What follows belongs to an exercise in optimizing a design on an open flow for small area; a production flow would make more cautious choices. Only simulation tests tie the RTL to the original design; equivalence was not proved. Power is estimated from default activity; no workload was simulated.

## flow/design.v (module list and top-level ports; edited modules follow where they fit)
// module ctl_decim_chan: 1193 lines
// module ctl_decim: 101 lines
module ctl_decim (
    input  wire         clk,
    input  wire         rst,
    input  wire [7:0]   bs_in,
    input  wire         cfg_we,
    input  wire [2:0]   cfg_ch,
    input  wire [1:0]   cfg_sel,
    input  wire [17:0]  cfg_wdata,
    output wire [7:0]   out_valid,
    output wire [191:0] out_data,
    output reg          cfg_err
);
  // ...
==> flow/run.sh <==
#!/bin/bash
# synth_recipe.tcl (not shown) runs the flow's synth.tcl, then flattens the netlist and writes it again
# the make line also repeats each setting of config.mk as NAME=value (left out here)
make -C /OpenROAD-flow-scripts/flow DESIGN_CONFIG=/design/flow/config.mk WORK_HOME=/design/flow/orfs CLKGATE_MAP_FILE= SYNTH_SCRIPT=/design/flow/synth_recipe.tcl finish
==> flow/config.mk <==
export PLATFORM = sky130hd
export DESIGN_NAME = ctl_decim
export DESIGN_NICKNAME = ctl_decim
export VERILOG_FILES = /design/flow/design.v
export SDC_FILE = /design/flow/constraint.sdc
export NUM_CORES = 4
export LEC_CHECK = 0
export CAP_MARGIN = 20
export CORE_MARGIN = 2
export CORE_UTILIZATION = 55
export CTS_BUF_LIST = sky130_fd_sc_hd__clkbuf_16
export CTS_CLUSTER_DIAMETER = 100
export CTS_CLUSTER_SIZE = 30
export SLEW_MARGIN = 20
==> flow/constraint.sdc <==
create_clock -name core_clock -period 12.0 [get_ports {clk}]
set_input_delay 2.4000 -clock core_clock [delete_from_list [all_inputs] [get_ports {clk}]]
set_output_delay 2.4000 -clock core_clock [all_outputs]
set_load 0.01 [all_outputs]
==> impl_metrics.yaml, run 1 <==
timing:
  slew_viol_final: 0
  tightest_slew_ns: 1.19
  period_share_pct: 93.2
  hold_ws_ns: 0.302
grt:
  grt_use_total_pct: 34.1
  grt_overflow: 0
flow_run:
  cap_violations: 0
worst_setup_path:
  critPathMaxFanout: 23
  timing.reg2reg.setup_slack_ns: 1.10
  crit_family: "compound AO/OA/AOI/OAI gates"
  cp.required_ns: 9.60
final_layout:
  largest_reg_flops: 168
  num-nonclk-buffers: 441
  instances_no_fill: 11400
pwr:
  p_int_mw: 9.55
  fin_total_pwr_mw: 16.2
  comb-power_mw: 9.62
  pwr-share-seq_pct: 27.1
detailed_routing:
  dr_wl_met3_mm: 18.9
die:
  dieArea_sq_um: 155000
  rows: 142
  die_w_um: 394
yosys:
  syn-num-nets: 10700
  yosys.area_share.simple_pct: 14.1
run_status:
  outcome: "finished clean"
clocking:
  cts_tree: "built"
==> run 2: changes to the inputs <==
--- a/flow/design.v
+++ b/flow/design.v
@@ -75,24 +75,24 @@
             wtab = wtab | ({304{key == 7'd122}} & {19'd165, 19'd120, 19'd84, 19'd56, 19'd11681, 19'd11000, 19'd10324, 19'd9656, 19'd19151, 19'd19624, 19'd20060, 19'd20456, 19'd1771, 19'd2024, 19'd2300, 19'd2600});
             wtab = wtab | ({304{key == 7'd123}} & {19'd455, 19'd364, 19'd286, 19'd220, 19'd14395, 19'd13724, 19'd13046, 19'd12364, 19'd16949, 19'd17540, 19'd18106, 19'd18644, 19'd969, 19'd1140, 19'd1330, 19'd1540});
             wtab = wtab | ({304{key == 7'd124}} & {19'd969, 19'd816, 19'd680, 19'd560, 19'd16949, 19'd16336, 19'd15704, 19'd15056, 19'd14395, 19'd15056, 19'd15704, 19'd16336, 19'd455, 19'd560, 19'd680, 19'd816});
             wtab = wtab | ({304{key == 7'd125}} & {19'd1771, 19'd1540, 19'd1330, 19'd1140, 19'd19151, 19'd18644, 19'd18106, 19'd17540, 19'd11681, 19'd12364, 19'd13046, 19'd13724, 19'd165, 19'd220, 19'd286, 19'd364});
             wtab = wtab | ({304{key == 7'd126}} & {19'd2925, 19'd2600, 19'd2300, 19'd2024, 19'd20809, 19'd20456, 19'd20060, 19'd19624, 19'd8999, 19'd9656, 19'd10324, 19'd11000, 19'd35, 19'd56, 19'd84, 19'd120});
             wtab = wtab | ({304{key == 7'd127}} & {19'd4495, 19'd4060, 19'd3654, 19'd3276, 19'd21731, 19'd21580, 19'd21374, 19'd21116, 19'd6541, 19'd7124, 19'd7730, 19'd8356, 19'd1, 19'd4, 19'd10, 19'd20});
         end
     endfunction
-    reg [4*21-1:0] a0r;
+    reg [4*20-1:0] a0r;         
     reg [4*20-1:0] a1r;
     reg [4*19-1:0] a2r;
     reg [4*16-1:0] a3r;
     reg [4*3-1:0]  qr;
     reg [4*2-1:0]  cr;
     reg [3:0]      actr;
-    wire [20:0] a0 = a0r[20:0];
+    wire [19:0] a0 = a0r[19:0];
     wire [19:0] a1 = a1r[19:0];
     wire [18:0] a2 = a2r[18:0];
     wire [15:0] a3 = a3r[15:0];
     wire [2:0]  q  = qr[2:0];
     wire [1:0]  cnt = cr[1:0];
     wire        run = en && actr[0];
     wire [303:0] w = wtab({cord, cosr, q});
     wire [20:0] s0;
@@ -210,17 +210,17 @@
     wire ac0_108 = ac0_32 ^ ac0_69 ^ ac0_70;
     wire ac0_109 = (ac0_32 & ac0_69) | (ac0_32 & ac0_70) | (ac0_69 & ac0_70);
     wire ac0_110 = ac0_34 ^ ac0_71 ^ ac0_72;
     wire ac0_111 = (ac0_34 & ac0_71) | (ac0_34 & ac0_72) | (ac0_71 & ac0_72);
     wire ac0_112 = ac0_36 ^ ac0_73 ^ ac0_74;
     wire ac0_113 = (ac0_36 & ac0_73) | (ac0_36 & ac0_74) | (ac0_73 & ac0_74);
     wire ac0_114 = a0[19] ^ ac0_37 ^ ac0_75;
     wire ac0_115 = (a0[19] & ac0_37) | (a0[19] & ac0_75) | (ac0_37 & ac0_75);
-    assign s0 = {a0[20], ac0_113, ac0_111, ac0_109, ac0_107, ac0_105, ac0_103, ac0_101, ac0_99, ac0_97, ac0_95, ac0_93, ac0_91, ac0_89, ac0_87, ac0_85, ac0_83, ac0_81, ac0_79, ac0_77, ac0_38} + {ac0_115, ac0_114, ac0_112, ac0_110, ac0_108, ac0_106, ac0_104, ac0_102, ac0_100, ac0_98, ac0_96, ac0_94, ac0_92, ac0_90, ac0_88, ac0_86, ac0_84, ac0_82, ac0_80, ac0_78, ac0_76};
+    assign s0 = {ac0_115, ac0_113, ac0_111, ac0_109, ac0_107, ac0_105, ac0_103, ac0_101, ac0_99, ac0_97, ac0_95, ac0_93, ac0_91, ac0_89, ac0_87, ac0_85, ac0_83, ac0_81, ac0_79, ac0_77, ac0_38} + {1'b0, ac0_114, ac0_112, ac0_110, ac0_108, ac0_106, ac0_104, ac0_102, ac0_100, ac0_98, ac0_96, ac0_94, ac0_92, ac0_90, ac0_88, ac0_86, ac0_84, ac0_82, ac0_80, ac0_78, ac0_76};
     wire ac1_0 = a1[0] ^ (blk[3] & w[76]);
     wire ac1_1 = a1[0] & (blk[3] & w[76]);
     wire ac1_2 = a1[1] ^ (blk[3] & w[77]) ^ (blk[2] & w[96]);
     wire ac1_3 = (a1[1] & (blk[3] & w[77])) | (a1[1] & (blk[2] & w[96])) | ((blk[3] & w[77]) & (blk[2] & w[96]));
     wire ac1_4 = a1[2] ^ (blk[3] & w[78]) ^ (blk[2] & w[97]);
     wire ac1_5 = (a1[2] & (blk[3] & w[78])) | (a1[2] & (blk[2] & w[97])) | ((blk[3] & w[78]) & (blk[2] & w[97]));
     wire ac1_6 = a1[3] ^ (blk[3] & w[79]) ^ (blk[2] & w[98]);
     wire ac1_7 = (a1[3] & (blk[3] & w[79])) | (a1[3] & (blk[2] & w[98])) | ((blk[3] & w[79]) & (blk[2] & w[98]));
@@ -542,34 +542,34 @@
     wire ac3_91 = (ac3_26 & ac3_57) | (ac3_26 & ac3_58) | (ac3_57 & ac3_58);
     wire ac3_92 = ac3_28 ^ ac3_59 ^ ac3_60;
     wire ac3_93 = (ac3_28 & ac3_59) | (ac3_28 & ac3_60) | (ac3_59 & ac3_60);
     wire ac3_94 = ac3_30 ^ ac3_61 ^ ac3_62;
     wire ac3_95 = (ac3_30 & ac3_61) | (ac3_30 & ac3_62) | (ac3_61 & ac3_62);
     assign s3 = {ac3_93, ac3_91, ac3_89, ac3_87, ac3_85, ac3_83, ac3_81, ac3_79, ac3_77, ac3_75, ac3_73, ac3_71, ac3_69, ac3_67, ac3_65, ac3_32} + {ac3_94, ac3_92, ac3_90, ac3_88, ac3_86, ac3_84, ac3_82, ac3_80, ac3_78, ac3_76, ac3_74, ac3_72, ac3_70, ac3_68, ac3_66, ac3_64};
     wire [2:0] qlast = (3'd1 << cosr) - 3'd1;
     wire       last  = (q == qlast);
-    reg [20:0] n0;
+    reg [19:0] n0;
     reg [19:0] n1;
     reg [18:0] n2;
     reg [15:0] n3;
     reg [2:0]  nq;
     reg [1:0]  nc;
     always @(*) begin
         if (!run) begin
-            n0 = 21'd0; n1 = 20'd0; n2 = 19'd0; n3 = 16'd0; nq = 3'd0; nc = 2'd0;
+            n0 = 20'd0; n1 = 20'd0; n2 = 19'd0; n3 = 16'd0; nq = 3'd0; nc = 2'd0;
         end else if (last) begin
-            n0 = {1'b0, s1}; n1 = {1'b0, s2}; n2 = {3'b0, s3}; n3 = 16'd0;
+            n0 = s1; n1 = {1'b0, s2}; n2 = {3'b0, s3}; n3 = 16'd0;
             nq = 3'd0; nc = (cnt == 2'd3) ? 2'd3 : cnt + 2'd1;
         end else begin
-            n0 = s0; n1 = s1; n2 = s2; n3 = s3; nq = q + 3'd1; nc = cnt;
+            n0 = s0[19:0]; n1 = s1; n2 = s2; n3 = s3; nq = q + 3'd1; nc = cnt;
         end
     end
     always @(posedge clk) begin
-        a0r <= {n0, a0r[4*21-1:21]};
+        a0r <= {n0, a0r[4*20-1:20]};
         a1r <= {n1, a1r[4*20-1:20]};
         a2r <= {n2, a2r[4*19-1:19]};
         a3r <= {n3, a3r[4*16-1:16]};
         qr  <= {nq, qr[4*3-1:3]};
         cr  <= {nc, cr[4*2-1:2]};
         if (rst)
             actr <= 4'd0;
         else
==> impl_metrics.yaml, run 2 <==
run_status:
  outcome: "finished clean"
clocking:
  cts_buffer_depth: 3
  cts-buffers-inserted: 49
  cts.sinks: 1227
  clkLatencyLatePin_ns: 0.72
  postCtsSetupRepairBufs: 0
  cts_hold_buf: 0
  cts_max_level: 2
  ctsRootBufferMaster: "clkbuf_16"
  cts_tree: "built"
  clk_pin_slew_ns: 0.11
  cts_resized: 0
min_path:
  holdCritPathClass: "reg2reg"
  min_path_cells: 0
  whs_endpoint: "g_lane[1].u_lane.a0r[18]$_DFF_P_"
  holdCritStartpoint: "g_lane[1].u_lane.a0r[38]$_DFF_P_"
grt:
  grt_max_degree: 191
  grt_pass1_vias: 67600
  grt_first_pass_wirelength_mm: 416
  grt_use_total_pct: 35.1
  grt_overflow: 0
  antenna_found_initial: 11
timing:
  timing_hold_violations_final: 0
  slew_headroom_pct: 26.1
  finalSetupViolations: 0
  finalClockSkew_ns: 0.0437
  rsz0062_at_grt: "false"
  slew_viol_final: 0
  period_share_pct: 94.9
  finalSetupTns_ns: 0
  tightest_slew_ns: 1.10
  max_freq_mhz: 87.8
  finalCriticalPeriod_ns: 11.39
worst_setup_path:
  critical_path_class: "reg2out"
  cpMostUsedCell: "fa_1"
  timing.rr.end: "g_lane[1].u_lane.d[21]$_DFF_P_"
  slowest_stage: "dfxtp_1"
  crit_family: "compound AO/OA/AOI/OAI gates"
  worstPathCellList: "buf_4 > nand2_1 > o22ai_1 > nor2_1 > o21ai_0 > fa_1 > inv_1 > fa_1 > fa_1 > inv_1 > fa_1 > inv_1 > ha_1 > a21o_1 > a2111o_1 > o221ai_1 > nor3b_2 > o211ai_2 > a21boi_0 > a311oi_4 > buf_4 > o41a_2 > o32ai_1 > clkdlybuf4s50_1"
  timing.reg2reg.setup_slack_ns: 1.95
  critPathMaxFanout: 28
  path_buf_inv: 6
  cp-end-kind: "output port"
  crit_arrival_ns: 8.99
  cp.required_ns: 9.60
  start_kind: "flip-flop"
  reg2reg_depth: 33
  slowest_delay_ns: 0.77
  reg2reg_from: "ph[0]$_SDFF_PP0_"
yosys:
  synthFlopType: "dfxtp_1"
  syn-num-nets: 10900
  synth_common_cells: "dfxtp_1, nor2_1, nand2_1, inv_1, a21oi_1"
  ys_types: 89
  synth_area_leaders: "dfxtp_1, fa_1, ha_1, nor2_1, mux2i_1"
  async_flop_share_pct: 0
  syn-cell-area_sq_um: 83300
  synth_seq_cells: 1227
  yosys.area.top_type: "dfxtp_1"
  synth_most_common_cell: "dfxtp_1"
  synthCells: 9822
  synth_edf_count: 48
  synth-seq-area-share_pct: 30.1
  syn_avg_cell_area_sq_um: 8.48
  synth_top_area_share_pct: 28.3
  ys_warn_count: 2
detailed_routing:
  wl_per_cell_um: 24.0
  drtAntennaViolNets: 0
  vias_per_cell: 6.13
  dr.pass1.iters: 9
  drc_errors: 0
  first_iter_violations: 7111
  routed_wl_mm: 275
  vias: 70200
die:
  start_util_pct: 55.5
  core_sq_um: 150000
  die_w_um: 393
  io_pins: 235
  die_h_um: 393
  dieArea_sq_um: 155000
  rows: 142
final_layout:
  finish.utilization_pct: 58.2
  largest_registers: "g_lane.u_lane.a0r: 160 flops, g_lane.u_lane.a1r: 160 flops, g_lane.u_lane.a2r: 152 flops"
  instances_no_fill: 11500
  nets: 10500
  syn_to_final_growth_pct: 4.85
  final_cell_mix: "dfxtp_1, nor2_1, nand2_1"
  final_layout_size_suffix_gt1_share_pct: 4.43
  fillCellCount: 13500
  final_common_cell: "dfxtp_1"
placement:
  gpl.final_weighted_congestion: 1.06
  dp_hpwl_mm: 204
  io_buffers: 234
  place_inst: 11400
flow_run:
  cap_violations: 0
pwr:
  vdd_ir_drop_max_mv: 0.566
  fin_total_pwr_mw: 17.6
  p_leak_nw: 39.2
  p_per_area_nw_per_um2: 202
[run 2: worst max path at each step]
stage | start | endpoint | slack (ns) | cells past startpoint
floorplan | g_lane[1].gnr[51]$_SDFF_PP0_ | out_data[139] | 2.99 | 23
global placement | g_lane[1].gnr[54]$_SDFF_PP0_ | out_data[131] | 1.68 | 24
detailed placement | g_lane[1].gnr[54]$_SDFF_PP0_ | out_data[157] | 1.59 | 23
CTS | g_lane[1].gnr[54]$_SDFF_PP0_ | out_data[157] | 0.78 | 23
global route | g_lane[1].gnr[54]$_SDFF_PP0_ | out_data[136] | 0.13 | 23
finish | g_lane[1].gnr[58]$_SDFF_PP0_ | out_data[136] | 0.61 | 24
[run 2: stage by stage]
stage	hold slack (ns)	setup slack [ns]	area [sq um]
after floorplan	0.310	2.99	83300
after global placement	0.310	1.68	85900
after detailed placement	0.312	1.59	85900
after CTS	0.314	0.780	87300
after global routing	0.319	0.129	87300
final	0.317	0.611	87300
[run 2: power by group]
group	internal, mW	leakage [nW]	switching (mW)
logic	5.03	28.5	6.13
clock network	0.799	0.727	1.28
registers	4.23	9.97	0.176
[run 2: cell families after synthesis]
logic type               after synthesis  share of synthesized area [%]
AO/OA/AOI/OAI                       2249                           16.6
XOR/XNOR                             249                           2.62
adder cells (fa/ha/maj)             1068                           21.6
buffers and inverters               1826                           9.04
flip-flops                          1227                           30.1
multiplexers                         431                           5.73
AND/OR/NAND/NOR                     2772                           14.3
[run 2: worst reg2reg max path, delay by kind of cell, from the launching register on]
kind | cells | cell delay, ns
mux | 1 | 0.67
flops | 1 | 0.57
simple gates | 13 | 2.99
buf+inv | 4 | 0.69
xor+xnor | 1 | 0.19
compound gates | 7 | 1.89
fa+ha+maj | 7 | 2.96
[run 2: area by class of cell]
class                      instances  area (sq um)  share of cell area [%]
inverter                         944          3540                    4.06
sequential                      1227         25100                    28.7
timing repair buffer             436          3870                    4.43
multi-input combinational       6769         50900                    58.3
tap                             2016          2520                    2.89
clock buffer                      50          1250                    1.43
clock inverter                    16           190                   0.218
antenna                            5          12.5                  0.0143
[run 2: per-layer routing]
metal	routed length, um	up-vias	GRT usage, %
met3	23200	629	6.15
met5	134	-	0
li1	-	32100	-
met4	11700	8	13.5
met2	123000	3194	54.8
met1	117000	34300	48.4
==> run 3: changes to the inputs <==
==> flow/flow/run.sh (new file) <==
#!/bin/bash
set -o pipefail
export BUFFER_PORTS_ARGS="-buffer_cell sky130_fd_sc_hd__buf_1"
bash standard.sh > standard.log 2>&1
==> flow/standard.sh (new file) <==
#!/bin/bash
# synth_recipe.tcl (not shown) runs the flow's synth.tcl, then flattens the netlist and writes it again
# the make line also repeats each setting of config.mk as NAME=value (left out here)
make -C /OpenROAD-flow-scripts/flow DESIGN_CONFIG=/design/flow/config.mk WORK_HOME=/design/flow/orfs CLKGATE_MAP_FILE= SYNTH_SCRIPT=/design/flow/synth_recipe.tcl "${@:-finish}"
removed: flow/run.sh
==> impl_metrics.yaml, run 3 <==
detailed_routing:
  routed_wl_mm: 277
  dr.pass1.iters: 8
  vias: 70000
  first_iter_violations: 7620
  wl_per_cell_um: 24.2
  vias_per_cell: 6.12
  drc_errors: 0
  drtAntennaViolNets: 0
worst_setup_path:
  critical_path_class: "reg2out"
  path_buf_inv: 4
  crit_family: "compound AO/OA/AOI/OAI gates"
  cpMostUsedCell: "fa_1"
  crit_arrival_ns: 8.61
  timing.reg2reg.setup_slack_ns: 1.58
  start_kind: "flip-flop"
  reg2reg_depth: 31
  slowest_stage: "dfxtp_1"
  cp.required_ns: 9.60
  cp-end-kind: "output port"
  timing.rr.end: "g_lane[1].u_lane.d[21]$_DFF_P_"
  critPathMaxFanout: 31
  reg2reg_from: "ph[0]$_SDFF_PP0_"
  worstPathCellList: "nand2_1 > o22ai_1 > nor2_1 > nor2_1 > a221oi_1 > ha_1 > fa_1 > fa_1 > inv_1 > fa_1 > inv_1 > ha_1 > a21o_1 > a21o_1 > a2111o_1 > o221ai_1 > nor3b_2 > o211ai_2 > a21boi_0 > a311oi_4 > buf_4 > o41a_2 > o22ai_1 > buf_1"
  crit_cells: 24
  slowest_delay_ns: 1.02
pwr:
  p_int_mw: 8.17
  power_switching_mw: 7.50
  pwr-share-clk_pct: 13.2
  swShare_pct: 47.8
  p_per_area_nw_per_um2: 183
  p_leak_nw: 38.5
  p_comb_share_pct: 58.8
  pwr-share-seq_pct: 28.0
  vdd_ir_drop_max_mv: 0.577
yosys:
  ys_types: 89
  synthCells: 9822
  synth_most_common_cell: "dfxtp_1"
  async_flop_share_pct: 0
  syn_avg_cell_area_sq_um: 8.48
  synth_area_leaders: "dfxtp_1, fa_1, ha_1, nor2_1, mux2i_1"
  synth_seq_cells: 1227
  synth_top_area_share_pct: 28.3
  ys_warn_count: 2
  synth-seq-area-share_pct: 30.1
  syn-cell-area_sq_um: 83300
  syn-num-nets: 10900
  synthFlopType: "dfxtp_1"
  yosys.area.top_type: "dfxtp_1"
  synth_edf_count: 48
  synth_common_cells: "dfxtp_1, nor2_1, nand2_1, inv_1, a21oi_1"
grt:
  met3_usage_pct: 6.20
  grt_pass1_vias: 67000
  use_met1_pct: 48.5
  grt_overflow: 0
  grt_use_met2_pct: 54.4
  grt_max_degree: 251
  antenna_found_initial: 13
  busiest_layer: "met2"
  grt_use_total_pct: 35.2
  grt_first_pass_wirelength_mm: 415
placement:
  dp_hpwl_mm: 206
  gpl.final_weighted_congestion: 1.06
  io_buffers: 234
timing:
  finalSetupViolations: 0
  tightest_slew_ns: 1.20
  period_share_pct: 91.7
  max_freq_mhz: 90.8
  rsz0062_at_grt: "false"
  slew_headroom_pct: 20.0
  slew_viol_final: 0
  finalSetupTns_ns: 0
  timing_hold_violations_final: 0
  finalCriticalPeriod_ns: 11.01
  finalClockSkew_ns: 0.0497
  hold_ws_ns: 0.310
final_layout:
  largest_registers: "g_lane.u_lane.a0r: 160 flops, g_lane.u_lane.a1r: 160 flops, g_lane.u_lane.a2r: 152 flops"
  fillCellCount: 13800
  seqCellArea_sq_um: 25100
  final_cell_mix: "dfxtp_1, nor2_1, nand2_1"
  syn_to_final_growth_pct: 3.01
  multiInputGateArea_sq_um: 50900
  final_layout_size_suffix_gt1_share_pct: 4.39
  final_common_cell: "dfxtp_1"
  nets: 10500
clocking:
  clkLatencyLatePin_ns: 0.71
  cts_buffer_depth: 3
  cts_tree: "built"
  cts-buffers-inserted: 49
  cts_hold_buf: 0
  ctsRootBufferMaster: "clkbuf_16"
  clk_pin_slew_ns: 0.11
  cts_resized: 0
  cts_max_level: 2
  cts.sinks: 1227
  postCtsSetupRepairBufs: 0
die:
  start_util_pct: 55.5
  die_w_um: 393
  rows: 142
  core_sq_um: 150000
  dieArea_sq_um: 155000
  die_h_um: 393
  io_pins: 235
min_path:
  whs_endpoint: "g_lane[0].u_lane.a2r[7]$_DFF_P_"
  holdCritPathClass: "reg2reg"
  holdCritStartpoint: "g_lane[0].u_lane.a2r[26]$_DFF_P_"
  min_path_cells: 0
flow_run:
  cap_violations: 0
run_status:
  outcome: "finished clean"
==> run 3: how the worst max path moves through the flow <==
stage                                          end                         start  slack [ns]
global route                         out_data[131]  g_lane[1].gnr[54]$_SDFF_PP0_        0.56
global placement    g_lane[1].u_lane.d[21]$_DFF_P_              ph[0]$_SDFF_PP0_        1.92
finish                               out_data[131]  g_lane[1].gnr[54]$_SDFF_PP0_        0.99
detailed placement  g_lane[1].u_lane.d[21]$_DFF_P_              ph[0]$_SDFF_PP0_        1.81
CTS                                  out_data[131]  g_lane[1].gnr[51]$_SDFF_PP0_        1.07
floorplan                            out_data[139]  g_lane[1].gnr[51]$_SDFF_PP0_        2.99
==> run 3: cell families (layout without fill, tap and decap cells) <==
group | Yosys count | count (layout) | synth area share, %
compound gates | 2249 | 2249 | 16.6
mux | 431 | 431 | 5.73
fa+ha+maj | 1068 | 1068 | 21.6
flops | 1227 | 1227 | 30.1
other cells | 0 | 2 | 0
simple gates | 2772 | 2772 | 14.3
buf+inv | 1826 | 1435 | 9.04
xor+xnor | 249 | 249 | 2.62
==> run 3: layout make-up <==
| type | count | share of cell area [%] |
|---|---|---|
| inverter | 944 | 4.13 |
| clock buffer | 51 | 1.49 |
| clock inverter | 14 | 0.185 |
| sequential | 1227 | 29.2 |
| multi-input combinational | 6769 | 59.3 |
| tap | 2016 | 2.94 |
| timing repair buffer | 426 | 2.75 |
| antenna | 2 | 0.00583 |
==> run 3: worst register-to-register path, delay by kind of cell (launching register included) <==
family	cells	cell delay, ns
AND/OR/NAND/NOR	14	3.79
adder cells (fa/ha/maj)	7	3.04
AO/OA/AOI/OAI	6	1.33
XOR/XNOR	2	0.82
multiplexers	1	0.69
flip-flops	1	0.67
buffers and inverters	1	0.04
==> run 3: per-layer routing <==
layer	up-vias	routed length (um)
met5	-	104
met2	3225	122000
met3	702	23800
li1	32100	-
met4	16	13800
met1	34000	117000
==> run 3: power groups by stage <==
stage	Combinational, mW	Sequential (mW)	Clock (mW)
CTS	9.08	4.38	2.12
global placement	8.92	4.47	0
floorplan	7.69	4.35	0
finish	9.22	4.38	2.07
detailed placement	9.03	4.47	0
global route	9.95	4.39	2.25
==> run 3: per-stage QoR <==
step / cell area, sq um / total power [mW] / cells / util, % / setup slack (ns)
after floorplan: 83300 / 12.0 / 9822 / - / 2.99
after global placement: 84300 / 13.4 / 11400 / 56.2 / 1.92
after detailed placement: 84300 / 13.5 / 11400 / 56.2 / 1.81
after CTS: 85800 / 15.6 / 11400 / 57.1 / 1.07
after global routing: 85800 / 16.6 / 11400 / 57.2 / 0.562
final: 85800 / 15.7 / 11400 / 57.2 / 0.992
==> module ctl_decim, before the edit <==
module ctl_decim (
    input  wire         clk,
    input  wire         rst,
    input  wire [7:0]   bs_in,
    input  wire         cfg_we,
    input  wire [2:0]   cfg_ch,
    input  wire [1:0]   cfg_sel,
    input  wire [17:0]  cfg_wdata,
    output wire [7:0]   out_valid,
    output wire [191:0] out_data,
    output reg          cfg_err
);
    reg  [7:0]   en;
    reg  [15:0]  cord;           
    reg  [15:0]  cosr;           
    reg  [15:0]  boff;           
    reg  [55:0]  hist;           
    reg  [1:0]   ph;             
    wire       w_en   = en[cfg_ch];
    wire [1:0] w_cord = cord[2*cfg_ch +: 2];
    wire [1:0] w_cosr = cosr[2*cfg_ch +: 2];
    wire refuse = cfg_we && w_en && ((cfg_sel != 2'd0) || (cfg_wdata[4:1] != {w_cosr, w_cord}));
    wire take   = cfg_we && !refuse;
    always @(posedge clk) begin
        if (rst) begin
            cfg_err <= 1'b0;
            ph      <= 2'd0;
        end else begin
            cfg_err <= refuse;
            ph      <= ph + 2'd1;
        end
    end
    genvar c;
    generate
        for (c = 0; c < 8; c = c + 1) begin : g_ch
            wire wr = take && (cfg_ch == c);
            always @(posedge clk) begin
                hist[7*c +: 7] <= {hist[7*c +: 6], bs_in[c]};
                if (rst)
                    en[c] <= 1'b0;
                else if (wr && (cfg_sel == 2'd0))
                    en[c] <= cfg_wdata[0];
                if (wr && (cfg_sel == 2'd0) && !en[c]) begin
                    cord[2*c +: 2] <= cfg_wdata[2:1];
                    cosr[2*c +: 2] <= cfg_wdata[4:3];
                    boff[2*c +: 2] <= (c % 4) - ph - 2'd1;
                end
            end
        end
    endgenerate
    genvar l;
    generate
        for (l = 0; l < 2; l = l + 1) begin : g_lane
            wire [2:0]  hch = 4*l + ph;
            wire [1:0]  bo  = boff[2*hch +: 2];
            wire [6:0]  hh  = hist[7*hch +: 7];
            wire [3:0]  blk = hh[bo +: 4];
            wire [1:0]  d_ch;
            reg  [4*18-1:0] offr;
            reg  [4*18-1:0] drr;
            reg  [4*16-1:0] gnr;
            genvar k;
            for (k = 0; k < 4; k = k + 1) begin : g_pos
                wire [1:0] kn  = (k + 1) % 4;
                wire       wrk = take && (cfg_ch == 4*l + ((ph + k + 1) % 4));
                always @(posedge clk) begin
                    if (rst) begin
                        offr[18*k +: 18] <= 18'd0;
                        drr[18*k +: 18]  <= 18'd0;
                        gnr[16*k +: 16]  <= 16'd4096;
                    end else begin
                        offr[18*k +: 18] <= (wrk && cfg_sel == 2'd1) ? cfg_wdata[17:0] : offr[18*kn +: 18];
                        drr[18*k +: 18]  <= (wrk && cfg_sel == 2'd2) ? cfg_wdata[17:0] : drr[18*kn +: 18];
                        gnr[16*k +: 16]  <= (wrk && cfg_sel == 2'd3) ? cfg_wdata[15:0] : gnr[16*kn +: 16];
                    end
                end
            end
            wire        ov;
            wire [1:0]  och;
            wire [23:0] od;
            ctl_decim_chan u_lane (
                .clk       (clk),
                .rst       (rst),
                .en        (en[hch]),
                .cord      (cord[2*hch +: 2]),
                .cosr      (cosr[2*hch +: 2]),
                .blk       (blk),
                .offset    (offr[17:0]),
                .drift     (drr[17:0]),
                .hc        (ph),
                .gain      (gnr[16*3 +: 16]),
                .d_ch      (d_ch),
                .out_valid (ov),
                .out_ch    (och),
                .out_data  (od)
            );
            assign out_valid[4*l +: 4] = {4{ov}} & (4'd1 << och);
            assign out_data[96*l +: 96] = {4{od}};
        end
    endgenerate
endmodule
==> run 4: changes to the inputs <==
--- a/flow/design.v
+++ b/flow/design.v
@@ -1243,2 +1243,4 @@
     endgenerate
+    wire [17:0] ld_c18 = rst ? 18'd0 : cfg_wdata[17:0];
+    wire [15:0] ld_g16 = rst ? 16'd4096 : cfg_wdata[15:0];
     genvar l;
@@ -1258,12 +1260,9 @@
                 wire       wrk = take && (cfg_ch == 4*l + ((ph + k + 1) % 4));
+                wire       ld_off = rst || (wrk && cfg_sel == 2'd1);
+                wire       ld_dr  = rst || (wrk && cfg_sel == 2'd2);
+                wire       ld_gn  = rst || (wrk && cfg_sel == 2'd3);
                 always @(posedge clk) begin
-                    if (rst) begin
-                        offr[18*k +: 18] <= 18'd0;
-                        drr[18*k +: 18]  <= 18'd0;
-                        gnr[16*k +: 16]  <= 16'd4096;
-                    end else begin
-                        offr[18*k +: 18] <= (wrk && cfg_sel == 2'd1) ? cfg_wdata[17:0] : offr[18*kn +: 18];
-                        drr[18*k +: 18]  <= (wrk && cfg_sel == 2'd2) ? cfg_wdata[17:0] : drr[18*kn +: 18];
-                        gnr[16*k +: 16]  <= (wrk && cfg_sel == 2'd3) ? cfg_wdata[15:0] : gnr[16*kn +: 16];
-                    end
+                    offr[18*k +: 18] <= ld_off ? ld_c18 : offr[18*kn +: 18];
+                    drr[18*k +: 18]  <= ld_dr  ? ld_c18 : drr[18*kn +: 18];
+                    gnr[16*k +: 16]  <= ld_gn  ? ld_g16 : gnr[16*kn +: 16];
                 end
==> impl_metrics.yaml, run 4 <==
yosys:
  synth-seq-area-share_pct: 30.2
  ys_warn_count: 2
  async_flop_share_pct: 0
  synthFlopType: "dfxtp_1"
  synthCells: 9738
  synth_most_common_cell: "dfxtp_1"
  yosys.area.top_type: "dfxtp_1"
  synth_common_cells: "dfxtp_1, nor2_1, inv_1, nand2_1, a21oi_1"
  synth_edf_count: 48
  synth_seq_cells: 1227
  ys_types: 79
  syn_avg_cell_area_sq_um: 8.53
  synth_area_leaders: "dfxtp_1, fa_1, ha_1, mux2i_1, nor2_1"
  syn-cell-area_sq_um: 83000
  syn-num-nets: 10800
  synth_top_area_share_pct: 28.4
detailed_routing:
  wl_met1_mm: 116
  dr.pass1.iters: 9
  routed_wl_mm: 281
  vias: 69700
  drtAntennaViolNets: 0
  wl_met2_mm: 130
  first_iter_violations: 6767
  top_layer_used: "met5"
  drc_errors: 0
  wl_per_cell_um: 24.5
  vias_per_cell: 6.10
  dr_wl_met3_mm: 20.0
die:
  io_pins: 235
  dieArea_sq_um: 154000
  core_sq_um: 150000
  die_w_um: 393
  die_h_um: 393
  rows: 142
  start_util_pct: 55.4
clocking:
  postCtsSetupRepairBufs: 0
  cts_buffer_depth: 3
  cts_hold_buf: 0
  clk_pin_slew_ns: 0.11
  clkLatencyLatePin_ns: 0.73
  cts_tree: "built"
  cts_max_level: 2
  cts_resized: 0
  ctsRootBufferMaster: "clkbuf_16"
  cts-buffers-inserted: 49
  cts.sinks: 1227
timing:
  finalSetupViolations: 0
  rsz0062_at_grt: "false"
  hold_ws_ns: 0.299
  slew_viol_final: 0
  finalSetupTns_ns: 0
  period_share_pct: 90.8
  slew_headroom_pct: 15.9
  setup_slack_ns: 1.11
  finalClockSkew_ns: 0.0636
  timing_hold_violations_final: 0
  max_freq_mhz: 91.8
  finalCriticalPeriod_ns: 10.89
  tightest_slew_ns: 1.26
grt:
  grt_max_degree: 103
  grt_first_pass_wirelength_mm: 422
  grt_pass1_vias: 67200
  grt_overflow: 0
  antenna_found_initial: 12
  grt_use_total_pct: 35.8
final_layout:
  final_layout_size_suffix_gt1_share_pct: 4.38
  nets: 10500
  final_cell_mix: "dfxtp_1, nor2_1, inv_1"
  finish.utilization_pct: 57.3
  syn_to_final_growth_pct: 3.52
  instances_no_fill: 11400
  largest_registers: "g_lane.u_lane.a0r: 160 flops, g_lane.u_lane.a1r: 160 flops, g_lane.u_lane.a2r: 152 flops"
  design_area_sq_um: 86000
  final_common_cell: "dfxtp_1"
  fillCellCount: 13600
placement:
  dpl_cell_area_sq_um: 84500
  gpl.final_weighted_congestion: 1.05
  dp_hpwl_mm: 210
  place_inst: 11400
  io_buffers: 234
  dp_slack_ns: 1.85
worst_setup_path:
  worstPathCellList: "xor2_1 > and2_1 > a22oi_1 > o21ai_0 > fa_1 > inv_1 > fa_1 > fa_1 > inv_1 > fa_1 > inv_1 > ha_1 > nand4_1 > nor3_1 > or4_1 > o2111ai_1 > a31oi_1 > o21ai_0 > a21oi_1 > o21bai_2 > a41o_1 > buf_1"
  start_kind: "flip-flop"
  crit_family: "compound AO/OA/AOI/OAI gates"
  critical_path_class: "reg2out"
  path_buf_inv: 4
  slowest_delay_ns: 0.99
  cpMostUsedCell: "fa_1"
  cp.required_ns: 9.60
  critPathMaxFanout: 31
  cp-end-kind: "output port"
  crit_arrival_ns: 8.49
  slowest_stage: "dfxtp_1"
pwr:
  pwr-share-seq_pct: 29.9
  p_per_area_nw_per_um2: 170
  swShare_pct: 45.4
  vdd_ir_drop_max_mv: 0.632
  p_leak_nw: 39.5
  p_int_mw: 7.97
  power_switching_mw: 6.62
  fin_total_pwr_mw: 14.6
  p_comb_share_pct: 55.9
  pwr-share-clk_pct: 14.2
min_path:
  holdCritPathClass: "reg2reg"
run_status:
  outcome: "finished clean"
flow_run:
  cap_violations: 0
[run 4: cell count changes in the layout (fill, tap and decap cells not counted), moves of 11 or more]
cell / change
nor2_1: +125
nand3_1: -111
mux2i_1: +98
a21oi_1: -69
nand2_1: -64
o22ai_1: -42
o21ai_0: +36
buf_4: +22
o21bai_1: -19
a21o_1: +18
o21a_1: -11
[run 4: routing by layer]
layer  GRT usage [%]  vias to the layer above
li1                -                    31800
met1            47.0                    34100
met2            59.1                     3104
met3            4.98                      647
met4            15.6                       14
met5               0                        -
[run 4: worst reg2reg max path: cells and delay by family, from the launching register on]
kind / cells / cell delay (ns)
flip-flops: 1 / 0.51
buffers and inverters: 4 / 1.39
AND/OR/NAND/NOR: 8 / 2.16
adder cells (fa/ha/maj): 7 / 2.53
multiplexers: 1 / 0.25
XOR/XNOR: 2 / 0.33
AO/OA/AOI/OAI: 13 / 2.90
[run 4: worst paths after layout]
kind | from | endpoint | depth (start not counted) | slack (ns)
worst max-delay path | g_lane[1].gnr[54]$_DFF_P_ | out_data[120] | 22 | 1.11
worst min register to register | g_lane[1].u_lane.cr[2]$_DFF_P_ | g_lane[1].u_lane.cr[0]$_DFF_P_ | 0 | 0.30
worst min-delay path | g_lane[1].u_lane.cr[2]$_DFF_P_ | g_lane[1].u_lane.cr[0]$_DFF_P_ | 0 | 0.30
worst max register to register | ph[0]$_SDFF_PP0_ | g_lane[0].u_lane.d[21]$_DFF_P_ | 35 | 1.85
[run 4: power groups by stage]
| stage | Clock (mW) | Combinational [mW] | Sequential, mW |
|---|---|---|---|
| 3_3_place_gp | 0 | 7.89 | 4.44 |
| 4_1_cts | 2.13 | 8.07 | 4.35 |
| 5_1_grt | 2.26 | 9.01 | 4.37 |
| 2_1_floorplan | 0 | 6.77 | 4.35 |
| 6_report | 2.07 | 8.15 | 4.36 |
| 3_5_place_dp | 0 | 8.01 | 4.45 |
[run 4: layout make-up]
cell class                      instances  area [sq um]  area share, %
Antenna cell                            7          17.5         0.0204
Clock buffer                           50          1250           1.46
Clock inverter                         15           173          0.201
Inverter                              937          3520           4.09
Multi-Input combinational cell       6725         50800           59.2
Sequential cell                      1227         25100           29.2
Tap cell                             2016          2520           2.93
Timing Repair Buffer                  452          2570           2.99
[run 4: cell families (layout without fill, tap and decap cells)]
family,after synthesis,count (layout),synth area share [%]
simple gates,2707,2707,13.8
compound gates,2172,2172,16.1
buf+inv,1786,1454,8.79
flops,1227,1227,30.2
fa+ha+maj,1069,1069,21.7
mux,528,528,6.89
xor+xnor,249,249,2.63
other cells,0,7,0
==> run 5: changes to the inputs <==
--- a/flow/config.mk
+++ b/flow/config.mk
@@ -9,3 +9,3 @@
 export CORE_MARGIN = 2
-export CORE_UTILIZATION = 55
+export CORE_UTILIZATION = 65
 export CTS_BUF_LIST = sky130_fd_sc_hd__clkbuf_16
==> impl_metrics.yaml, run 5 <==
run_status:
  outcome: "finished clean"
worst_setup_path:
  cpMostUsedCell: "fa_1"
  path_buf_inv: 4
  cp-end-kind: "output port"
  crit_arrival_ns: 8.57
  slowest_stage: "dfxtp_1"
  timing.reg2reg.setup_slack_ns: 1.54
  reg2reg_depth: 32
  cp.required_ns: 9.60
  timing.rr.end: "g_lane[1].u_lane.d[19]$_DFF_P_"
  worstPathCellList: "xor2_1 > and2_1 > a22oi_1 > o21ai_0 > fa_1 > inv_1 > fa_1 > fa_1 > inv_1 > fa_1 > inv_1 > ha_1 > nand4_1 > nor3_1 > or4_1 > o2111ai_1 > a31oi_1 > o21ai_0 > a21oi_1 > o21bai_2 > a41o_1 > buf_1"
  critical_path_class: "reg2out"
  crit_cells: 22
  start_kind: "flip-flop"
  slowest_delay_ns: 0.98
  crit_family: "compound AO/OA/AOI/OAI gates"
  startpoint: "g_lane[1].gnr[54]$_DFF_P_"
  reg2reg_from: "ph[1]$_SDFF_PP0_"
  cp-endpoint: "out_data[144]"
  critPathMaxFanout: 31
placement:
  dp_slack_ns: 1.88
  dp_hpwl_mm: 200
  io_buffers: 234
  dpl_cell_area_sq_um: 83800
  gpl.final_weighted_congestion: 1.13
die:
  die_h_um: 361
  rows: 131
  start_util_pct: 65.3
  core_sq_um: 127000
  dieArea_sq_um: 131000
  die_w_um: 361
  io_pins: 235
pwr:
  swShare_pct: 45.4
  pwr-share-seq_pct: 29.4
  fin_total_pwr_mw: 14.5
  p_leak_nw: 39.4
  vdd_ir_drop_max_mv: 0.520
  pwr-share-clk_pct: 13.8
  p_per_area_nw_per_um2: 170
  p_int_mw: 7.92
  p_comb_share_pct: 56.7
  power_switching_mw: 6.60
min_path:
  holdCritPathClass: "reg2reg"
detailed_routing:
  vias: 70900
  vias_per_cell: 6.42
  drtAntennaViolNets: 0
  wl_per_cell_um: 24.6
  drc_errors: 0
  routed_wl_mm: 272
  first_iter_violations: 8307
  dr.pass1.iters: 9
yosys:
  ys_types: 79
  synth_area_leaders: "dfxtp_1, fa_1, ha_1, mux2i_1, nor2_1"
  synth-seq-area-share_pct: 30.2
  syn-cell-area_sq_um: 83000
  synth_seq_cells: 1227
  synthCells: 9738
  synth_top_area_share_pct: 28.4
  ys_warn_count: 2
  synth_edf_count: 48
  synth_common_cells: "dfxtp_1, nor2_1, inv_1, nand2_1, a21oi_1"
  yosys.area.top_type: "dfxtp_1"
  synth_most_common_cell: "dfxtp_1"
  async_flop_share_pct: 0
  syn_avg_cell_area_sq_um: 8.53
  synthFlopType: "dfxtp_1"
  syn-num-nets: 10800
grt:
  grt_max_degree: 108
  antenna_found_initial: 8
  use_met1_pct: 51.4
  grt_pass1_vias: 68800
  grt_first_pass_wirelength_mm: 411
  grt_overflow: 0
  grt_use_total_pct: 40.6
  busiest_layer: "met2"
  grt_use_met2_pct: 65.5
  met3_usage_pct: 7.48
clocking:
  cts.sinks: 1227
  ctsRootBufferMaster: "clkbuf_16"
  clkLatencyLatePin_ns: 0.72
  postCtsSetupRepairBufs: 0
  cts-buffers-inserted: 48
  cts_resized: 0
  cts_hold_buf: 0
  cts_tree: "built"
  cts_max_level: 2
  cts_buffer_depth: 3
  clk_pin_slew_ns: 0.11
timing:
  slew_headroom_pct: 18.6
  setup_slack_ns: 1.03
  period_share_pct: 91.4
  finalClockSkew_ns: 0.0486
  tightest_slew_ns: 1.21
  max_freq_mhz: 91.2
  slew_viol_final: 0
  hold_ws_ns: 0.291
  rsz0062_at_grt: "false"
  finalSetupViolations: 0
  timing_hold_violations_final: 0
  finalSetupTns_ns: 0
  finalCriticalPeriod_ns: 10.97
final_layout:
  nets: 10400
  final_common_cell: "dfxtp_1"
  largest_registers: "g_lane.u_lane.a0r: 160 flops, g_lane.u_lane.a1r: 160 flops, g_lane.u_lane.a2r: 152 flops"
  final_cell_mix: "dfxtp_1, nor2_1, inv_1"
  syn_to_final_growth_pct: 2.67
  design_area_sq_um: 85200
  final_layout_size_suffix_gt1_share_pct: 4.15
flow_run:
  cap_violations: 0
[run 5: cell counts after synthesis]
No cell type changed its count.
[run 5: cell families after synthesis]
family          Yosys count  synth area share, %
compound gates         2172                 16.1
xor+xnor                249                 2.63
fa+ha+maj              1069                 21.7
buf+inv                1786                 8.79
flops                  1227                 30.2
mux                     528                 6.89
simple gates           2707                 13.8
[run 5: through the flow]
stage,std cells,util (%)
floorplan,9738,-
global placement,11000,65.9
detailed placement,11000,65.9
CTS,11000,67.0
global route,11000,67.0
finish,11100,67.0
[run 5: area by class of cell]
type	count	area (sq um)
Multi-Input combinational cell	6725	50800
Sequential cell	1227	25100
Timing Repair Buffer	433	2410
Tap cell	1662	2080
Clock buffer	48	1200
Fill cell	10200	41900
Antenna cell	4	10.0
Inverter	937	3520
Clock inverter	14	135
[run 5: power groups by stage]
stage / clock network, mW / logic (mW) / registers, mW
2_1_floorplan: 0 / 6.77 / 4.35
3_3_place_gp: 0 / 7.78 / 4.36
5_1_grt: 2.16 / 8.96 / 4.28
6_report: 2.01 / 8.24 / 4.27
3_5_place_dp: 0 / 8.01 / 4.36
4_1_cts: 2.03 / 8.07 / 4.27
[run 5: worst min path at each step]
| stage | slack [ns] | cells past startpoint | start | to |
|---|---|---|---|---|
| after global routing | 0.31 | 0 | g_lane[0].u_lane.a0r[56]$_DFF_P_ | g_lane[0].u_lane.a0r[36]$_DFF_P_ |
| after global placement | 0.31 | 0 | g_lane[0].u_lane.a3r[63]$_SDFF_PP0_ | g_lane[0].u_lane.a3r[47]$_DFF_P_ |
| final | 0.29 | 0 | g_lane[0].u_lane.a0r[56]$_DFF_P_ | g_lane[0].u_lane.a0r[36]$_DFF_P_ |
| after CTS | 0.30 | 0 | g_lane[0].u_lane.a0r[56]$_DFF_P_ | g_lane[0].u_lane.a0r[36]$_DFF_P_ |
| after detailed placement | 0.31 | 0 | g_lane[0].u_lane.a1r[28]$_DFF_P_ | g_lane[0].u_lane.a1r[8]$_DFF_P_ |
| after floorplan | 0.31 | 0 | g_lane[0].u_lane.a0r[20]$_DFF_P_ | g_lane[0].u_lane.a0r[0]$_DFF_P_ |
[run 5: routing by layer]
metal,share of wire (%),vias to the layer above,wire length (um)
met5,0.020,-,53
met4,6.9,8,18600
met3,9.8,975,26500
met2,46,4029,124000
met1,38,34200,103000
li1,-,31800,-

separate check: timing with driven ports:
Ports are ideal in the flow. The routed layouts listed here were re-timed in OpenROAD. Step 1 assumes that a clkbuf_16 drives the clock port and a buf_2 every other input. Step 2, shift: input delay + t, output delay - t, t = (earliest + latest rising clock arrival at the registers) / 2. This alone moves slack from input paths to output paths. Slacks: ideal ports / drivers / drivers and shift; pairs: ideal ports / drivers.
| run | t (ns) | setup slack, ns | worst setup path after step 2 | worst slew at a driven data input, ns |
|---|---|---|---|---|
| run 1 | 0.775 | 0.821 / 0.736 / 1.105 | register to register | 0.20 |
| run 2 | 0.772 | 0.611 / 0.535 / 1.306 | register to output | 0.22 |
| run 3 | 0.774 | 0.992 / 0.905 / 1.576 | register to register | 0.19 |
| run 4 | 0.787 | 1.110 / 1.019 / 1.806 | register to output | 0.19 |
| run 5 | 0.783 | 1.032 / 0.946 / 1.537 | register to register | 0.21 |
After both steps every run listed still meets setup and hold.
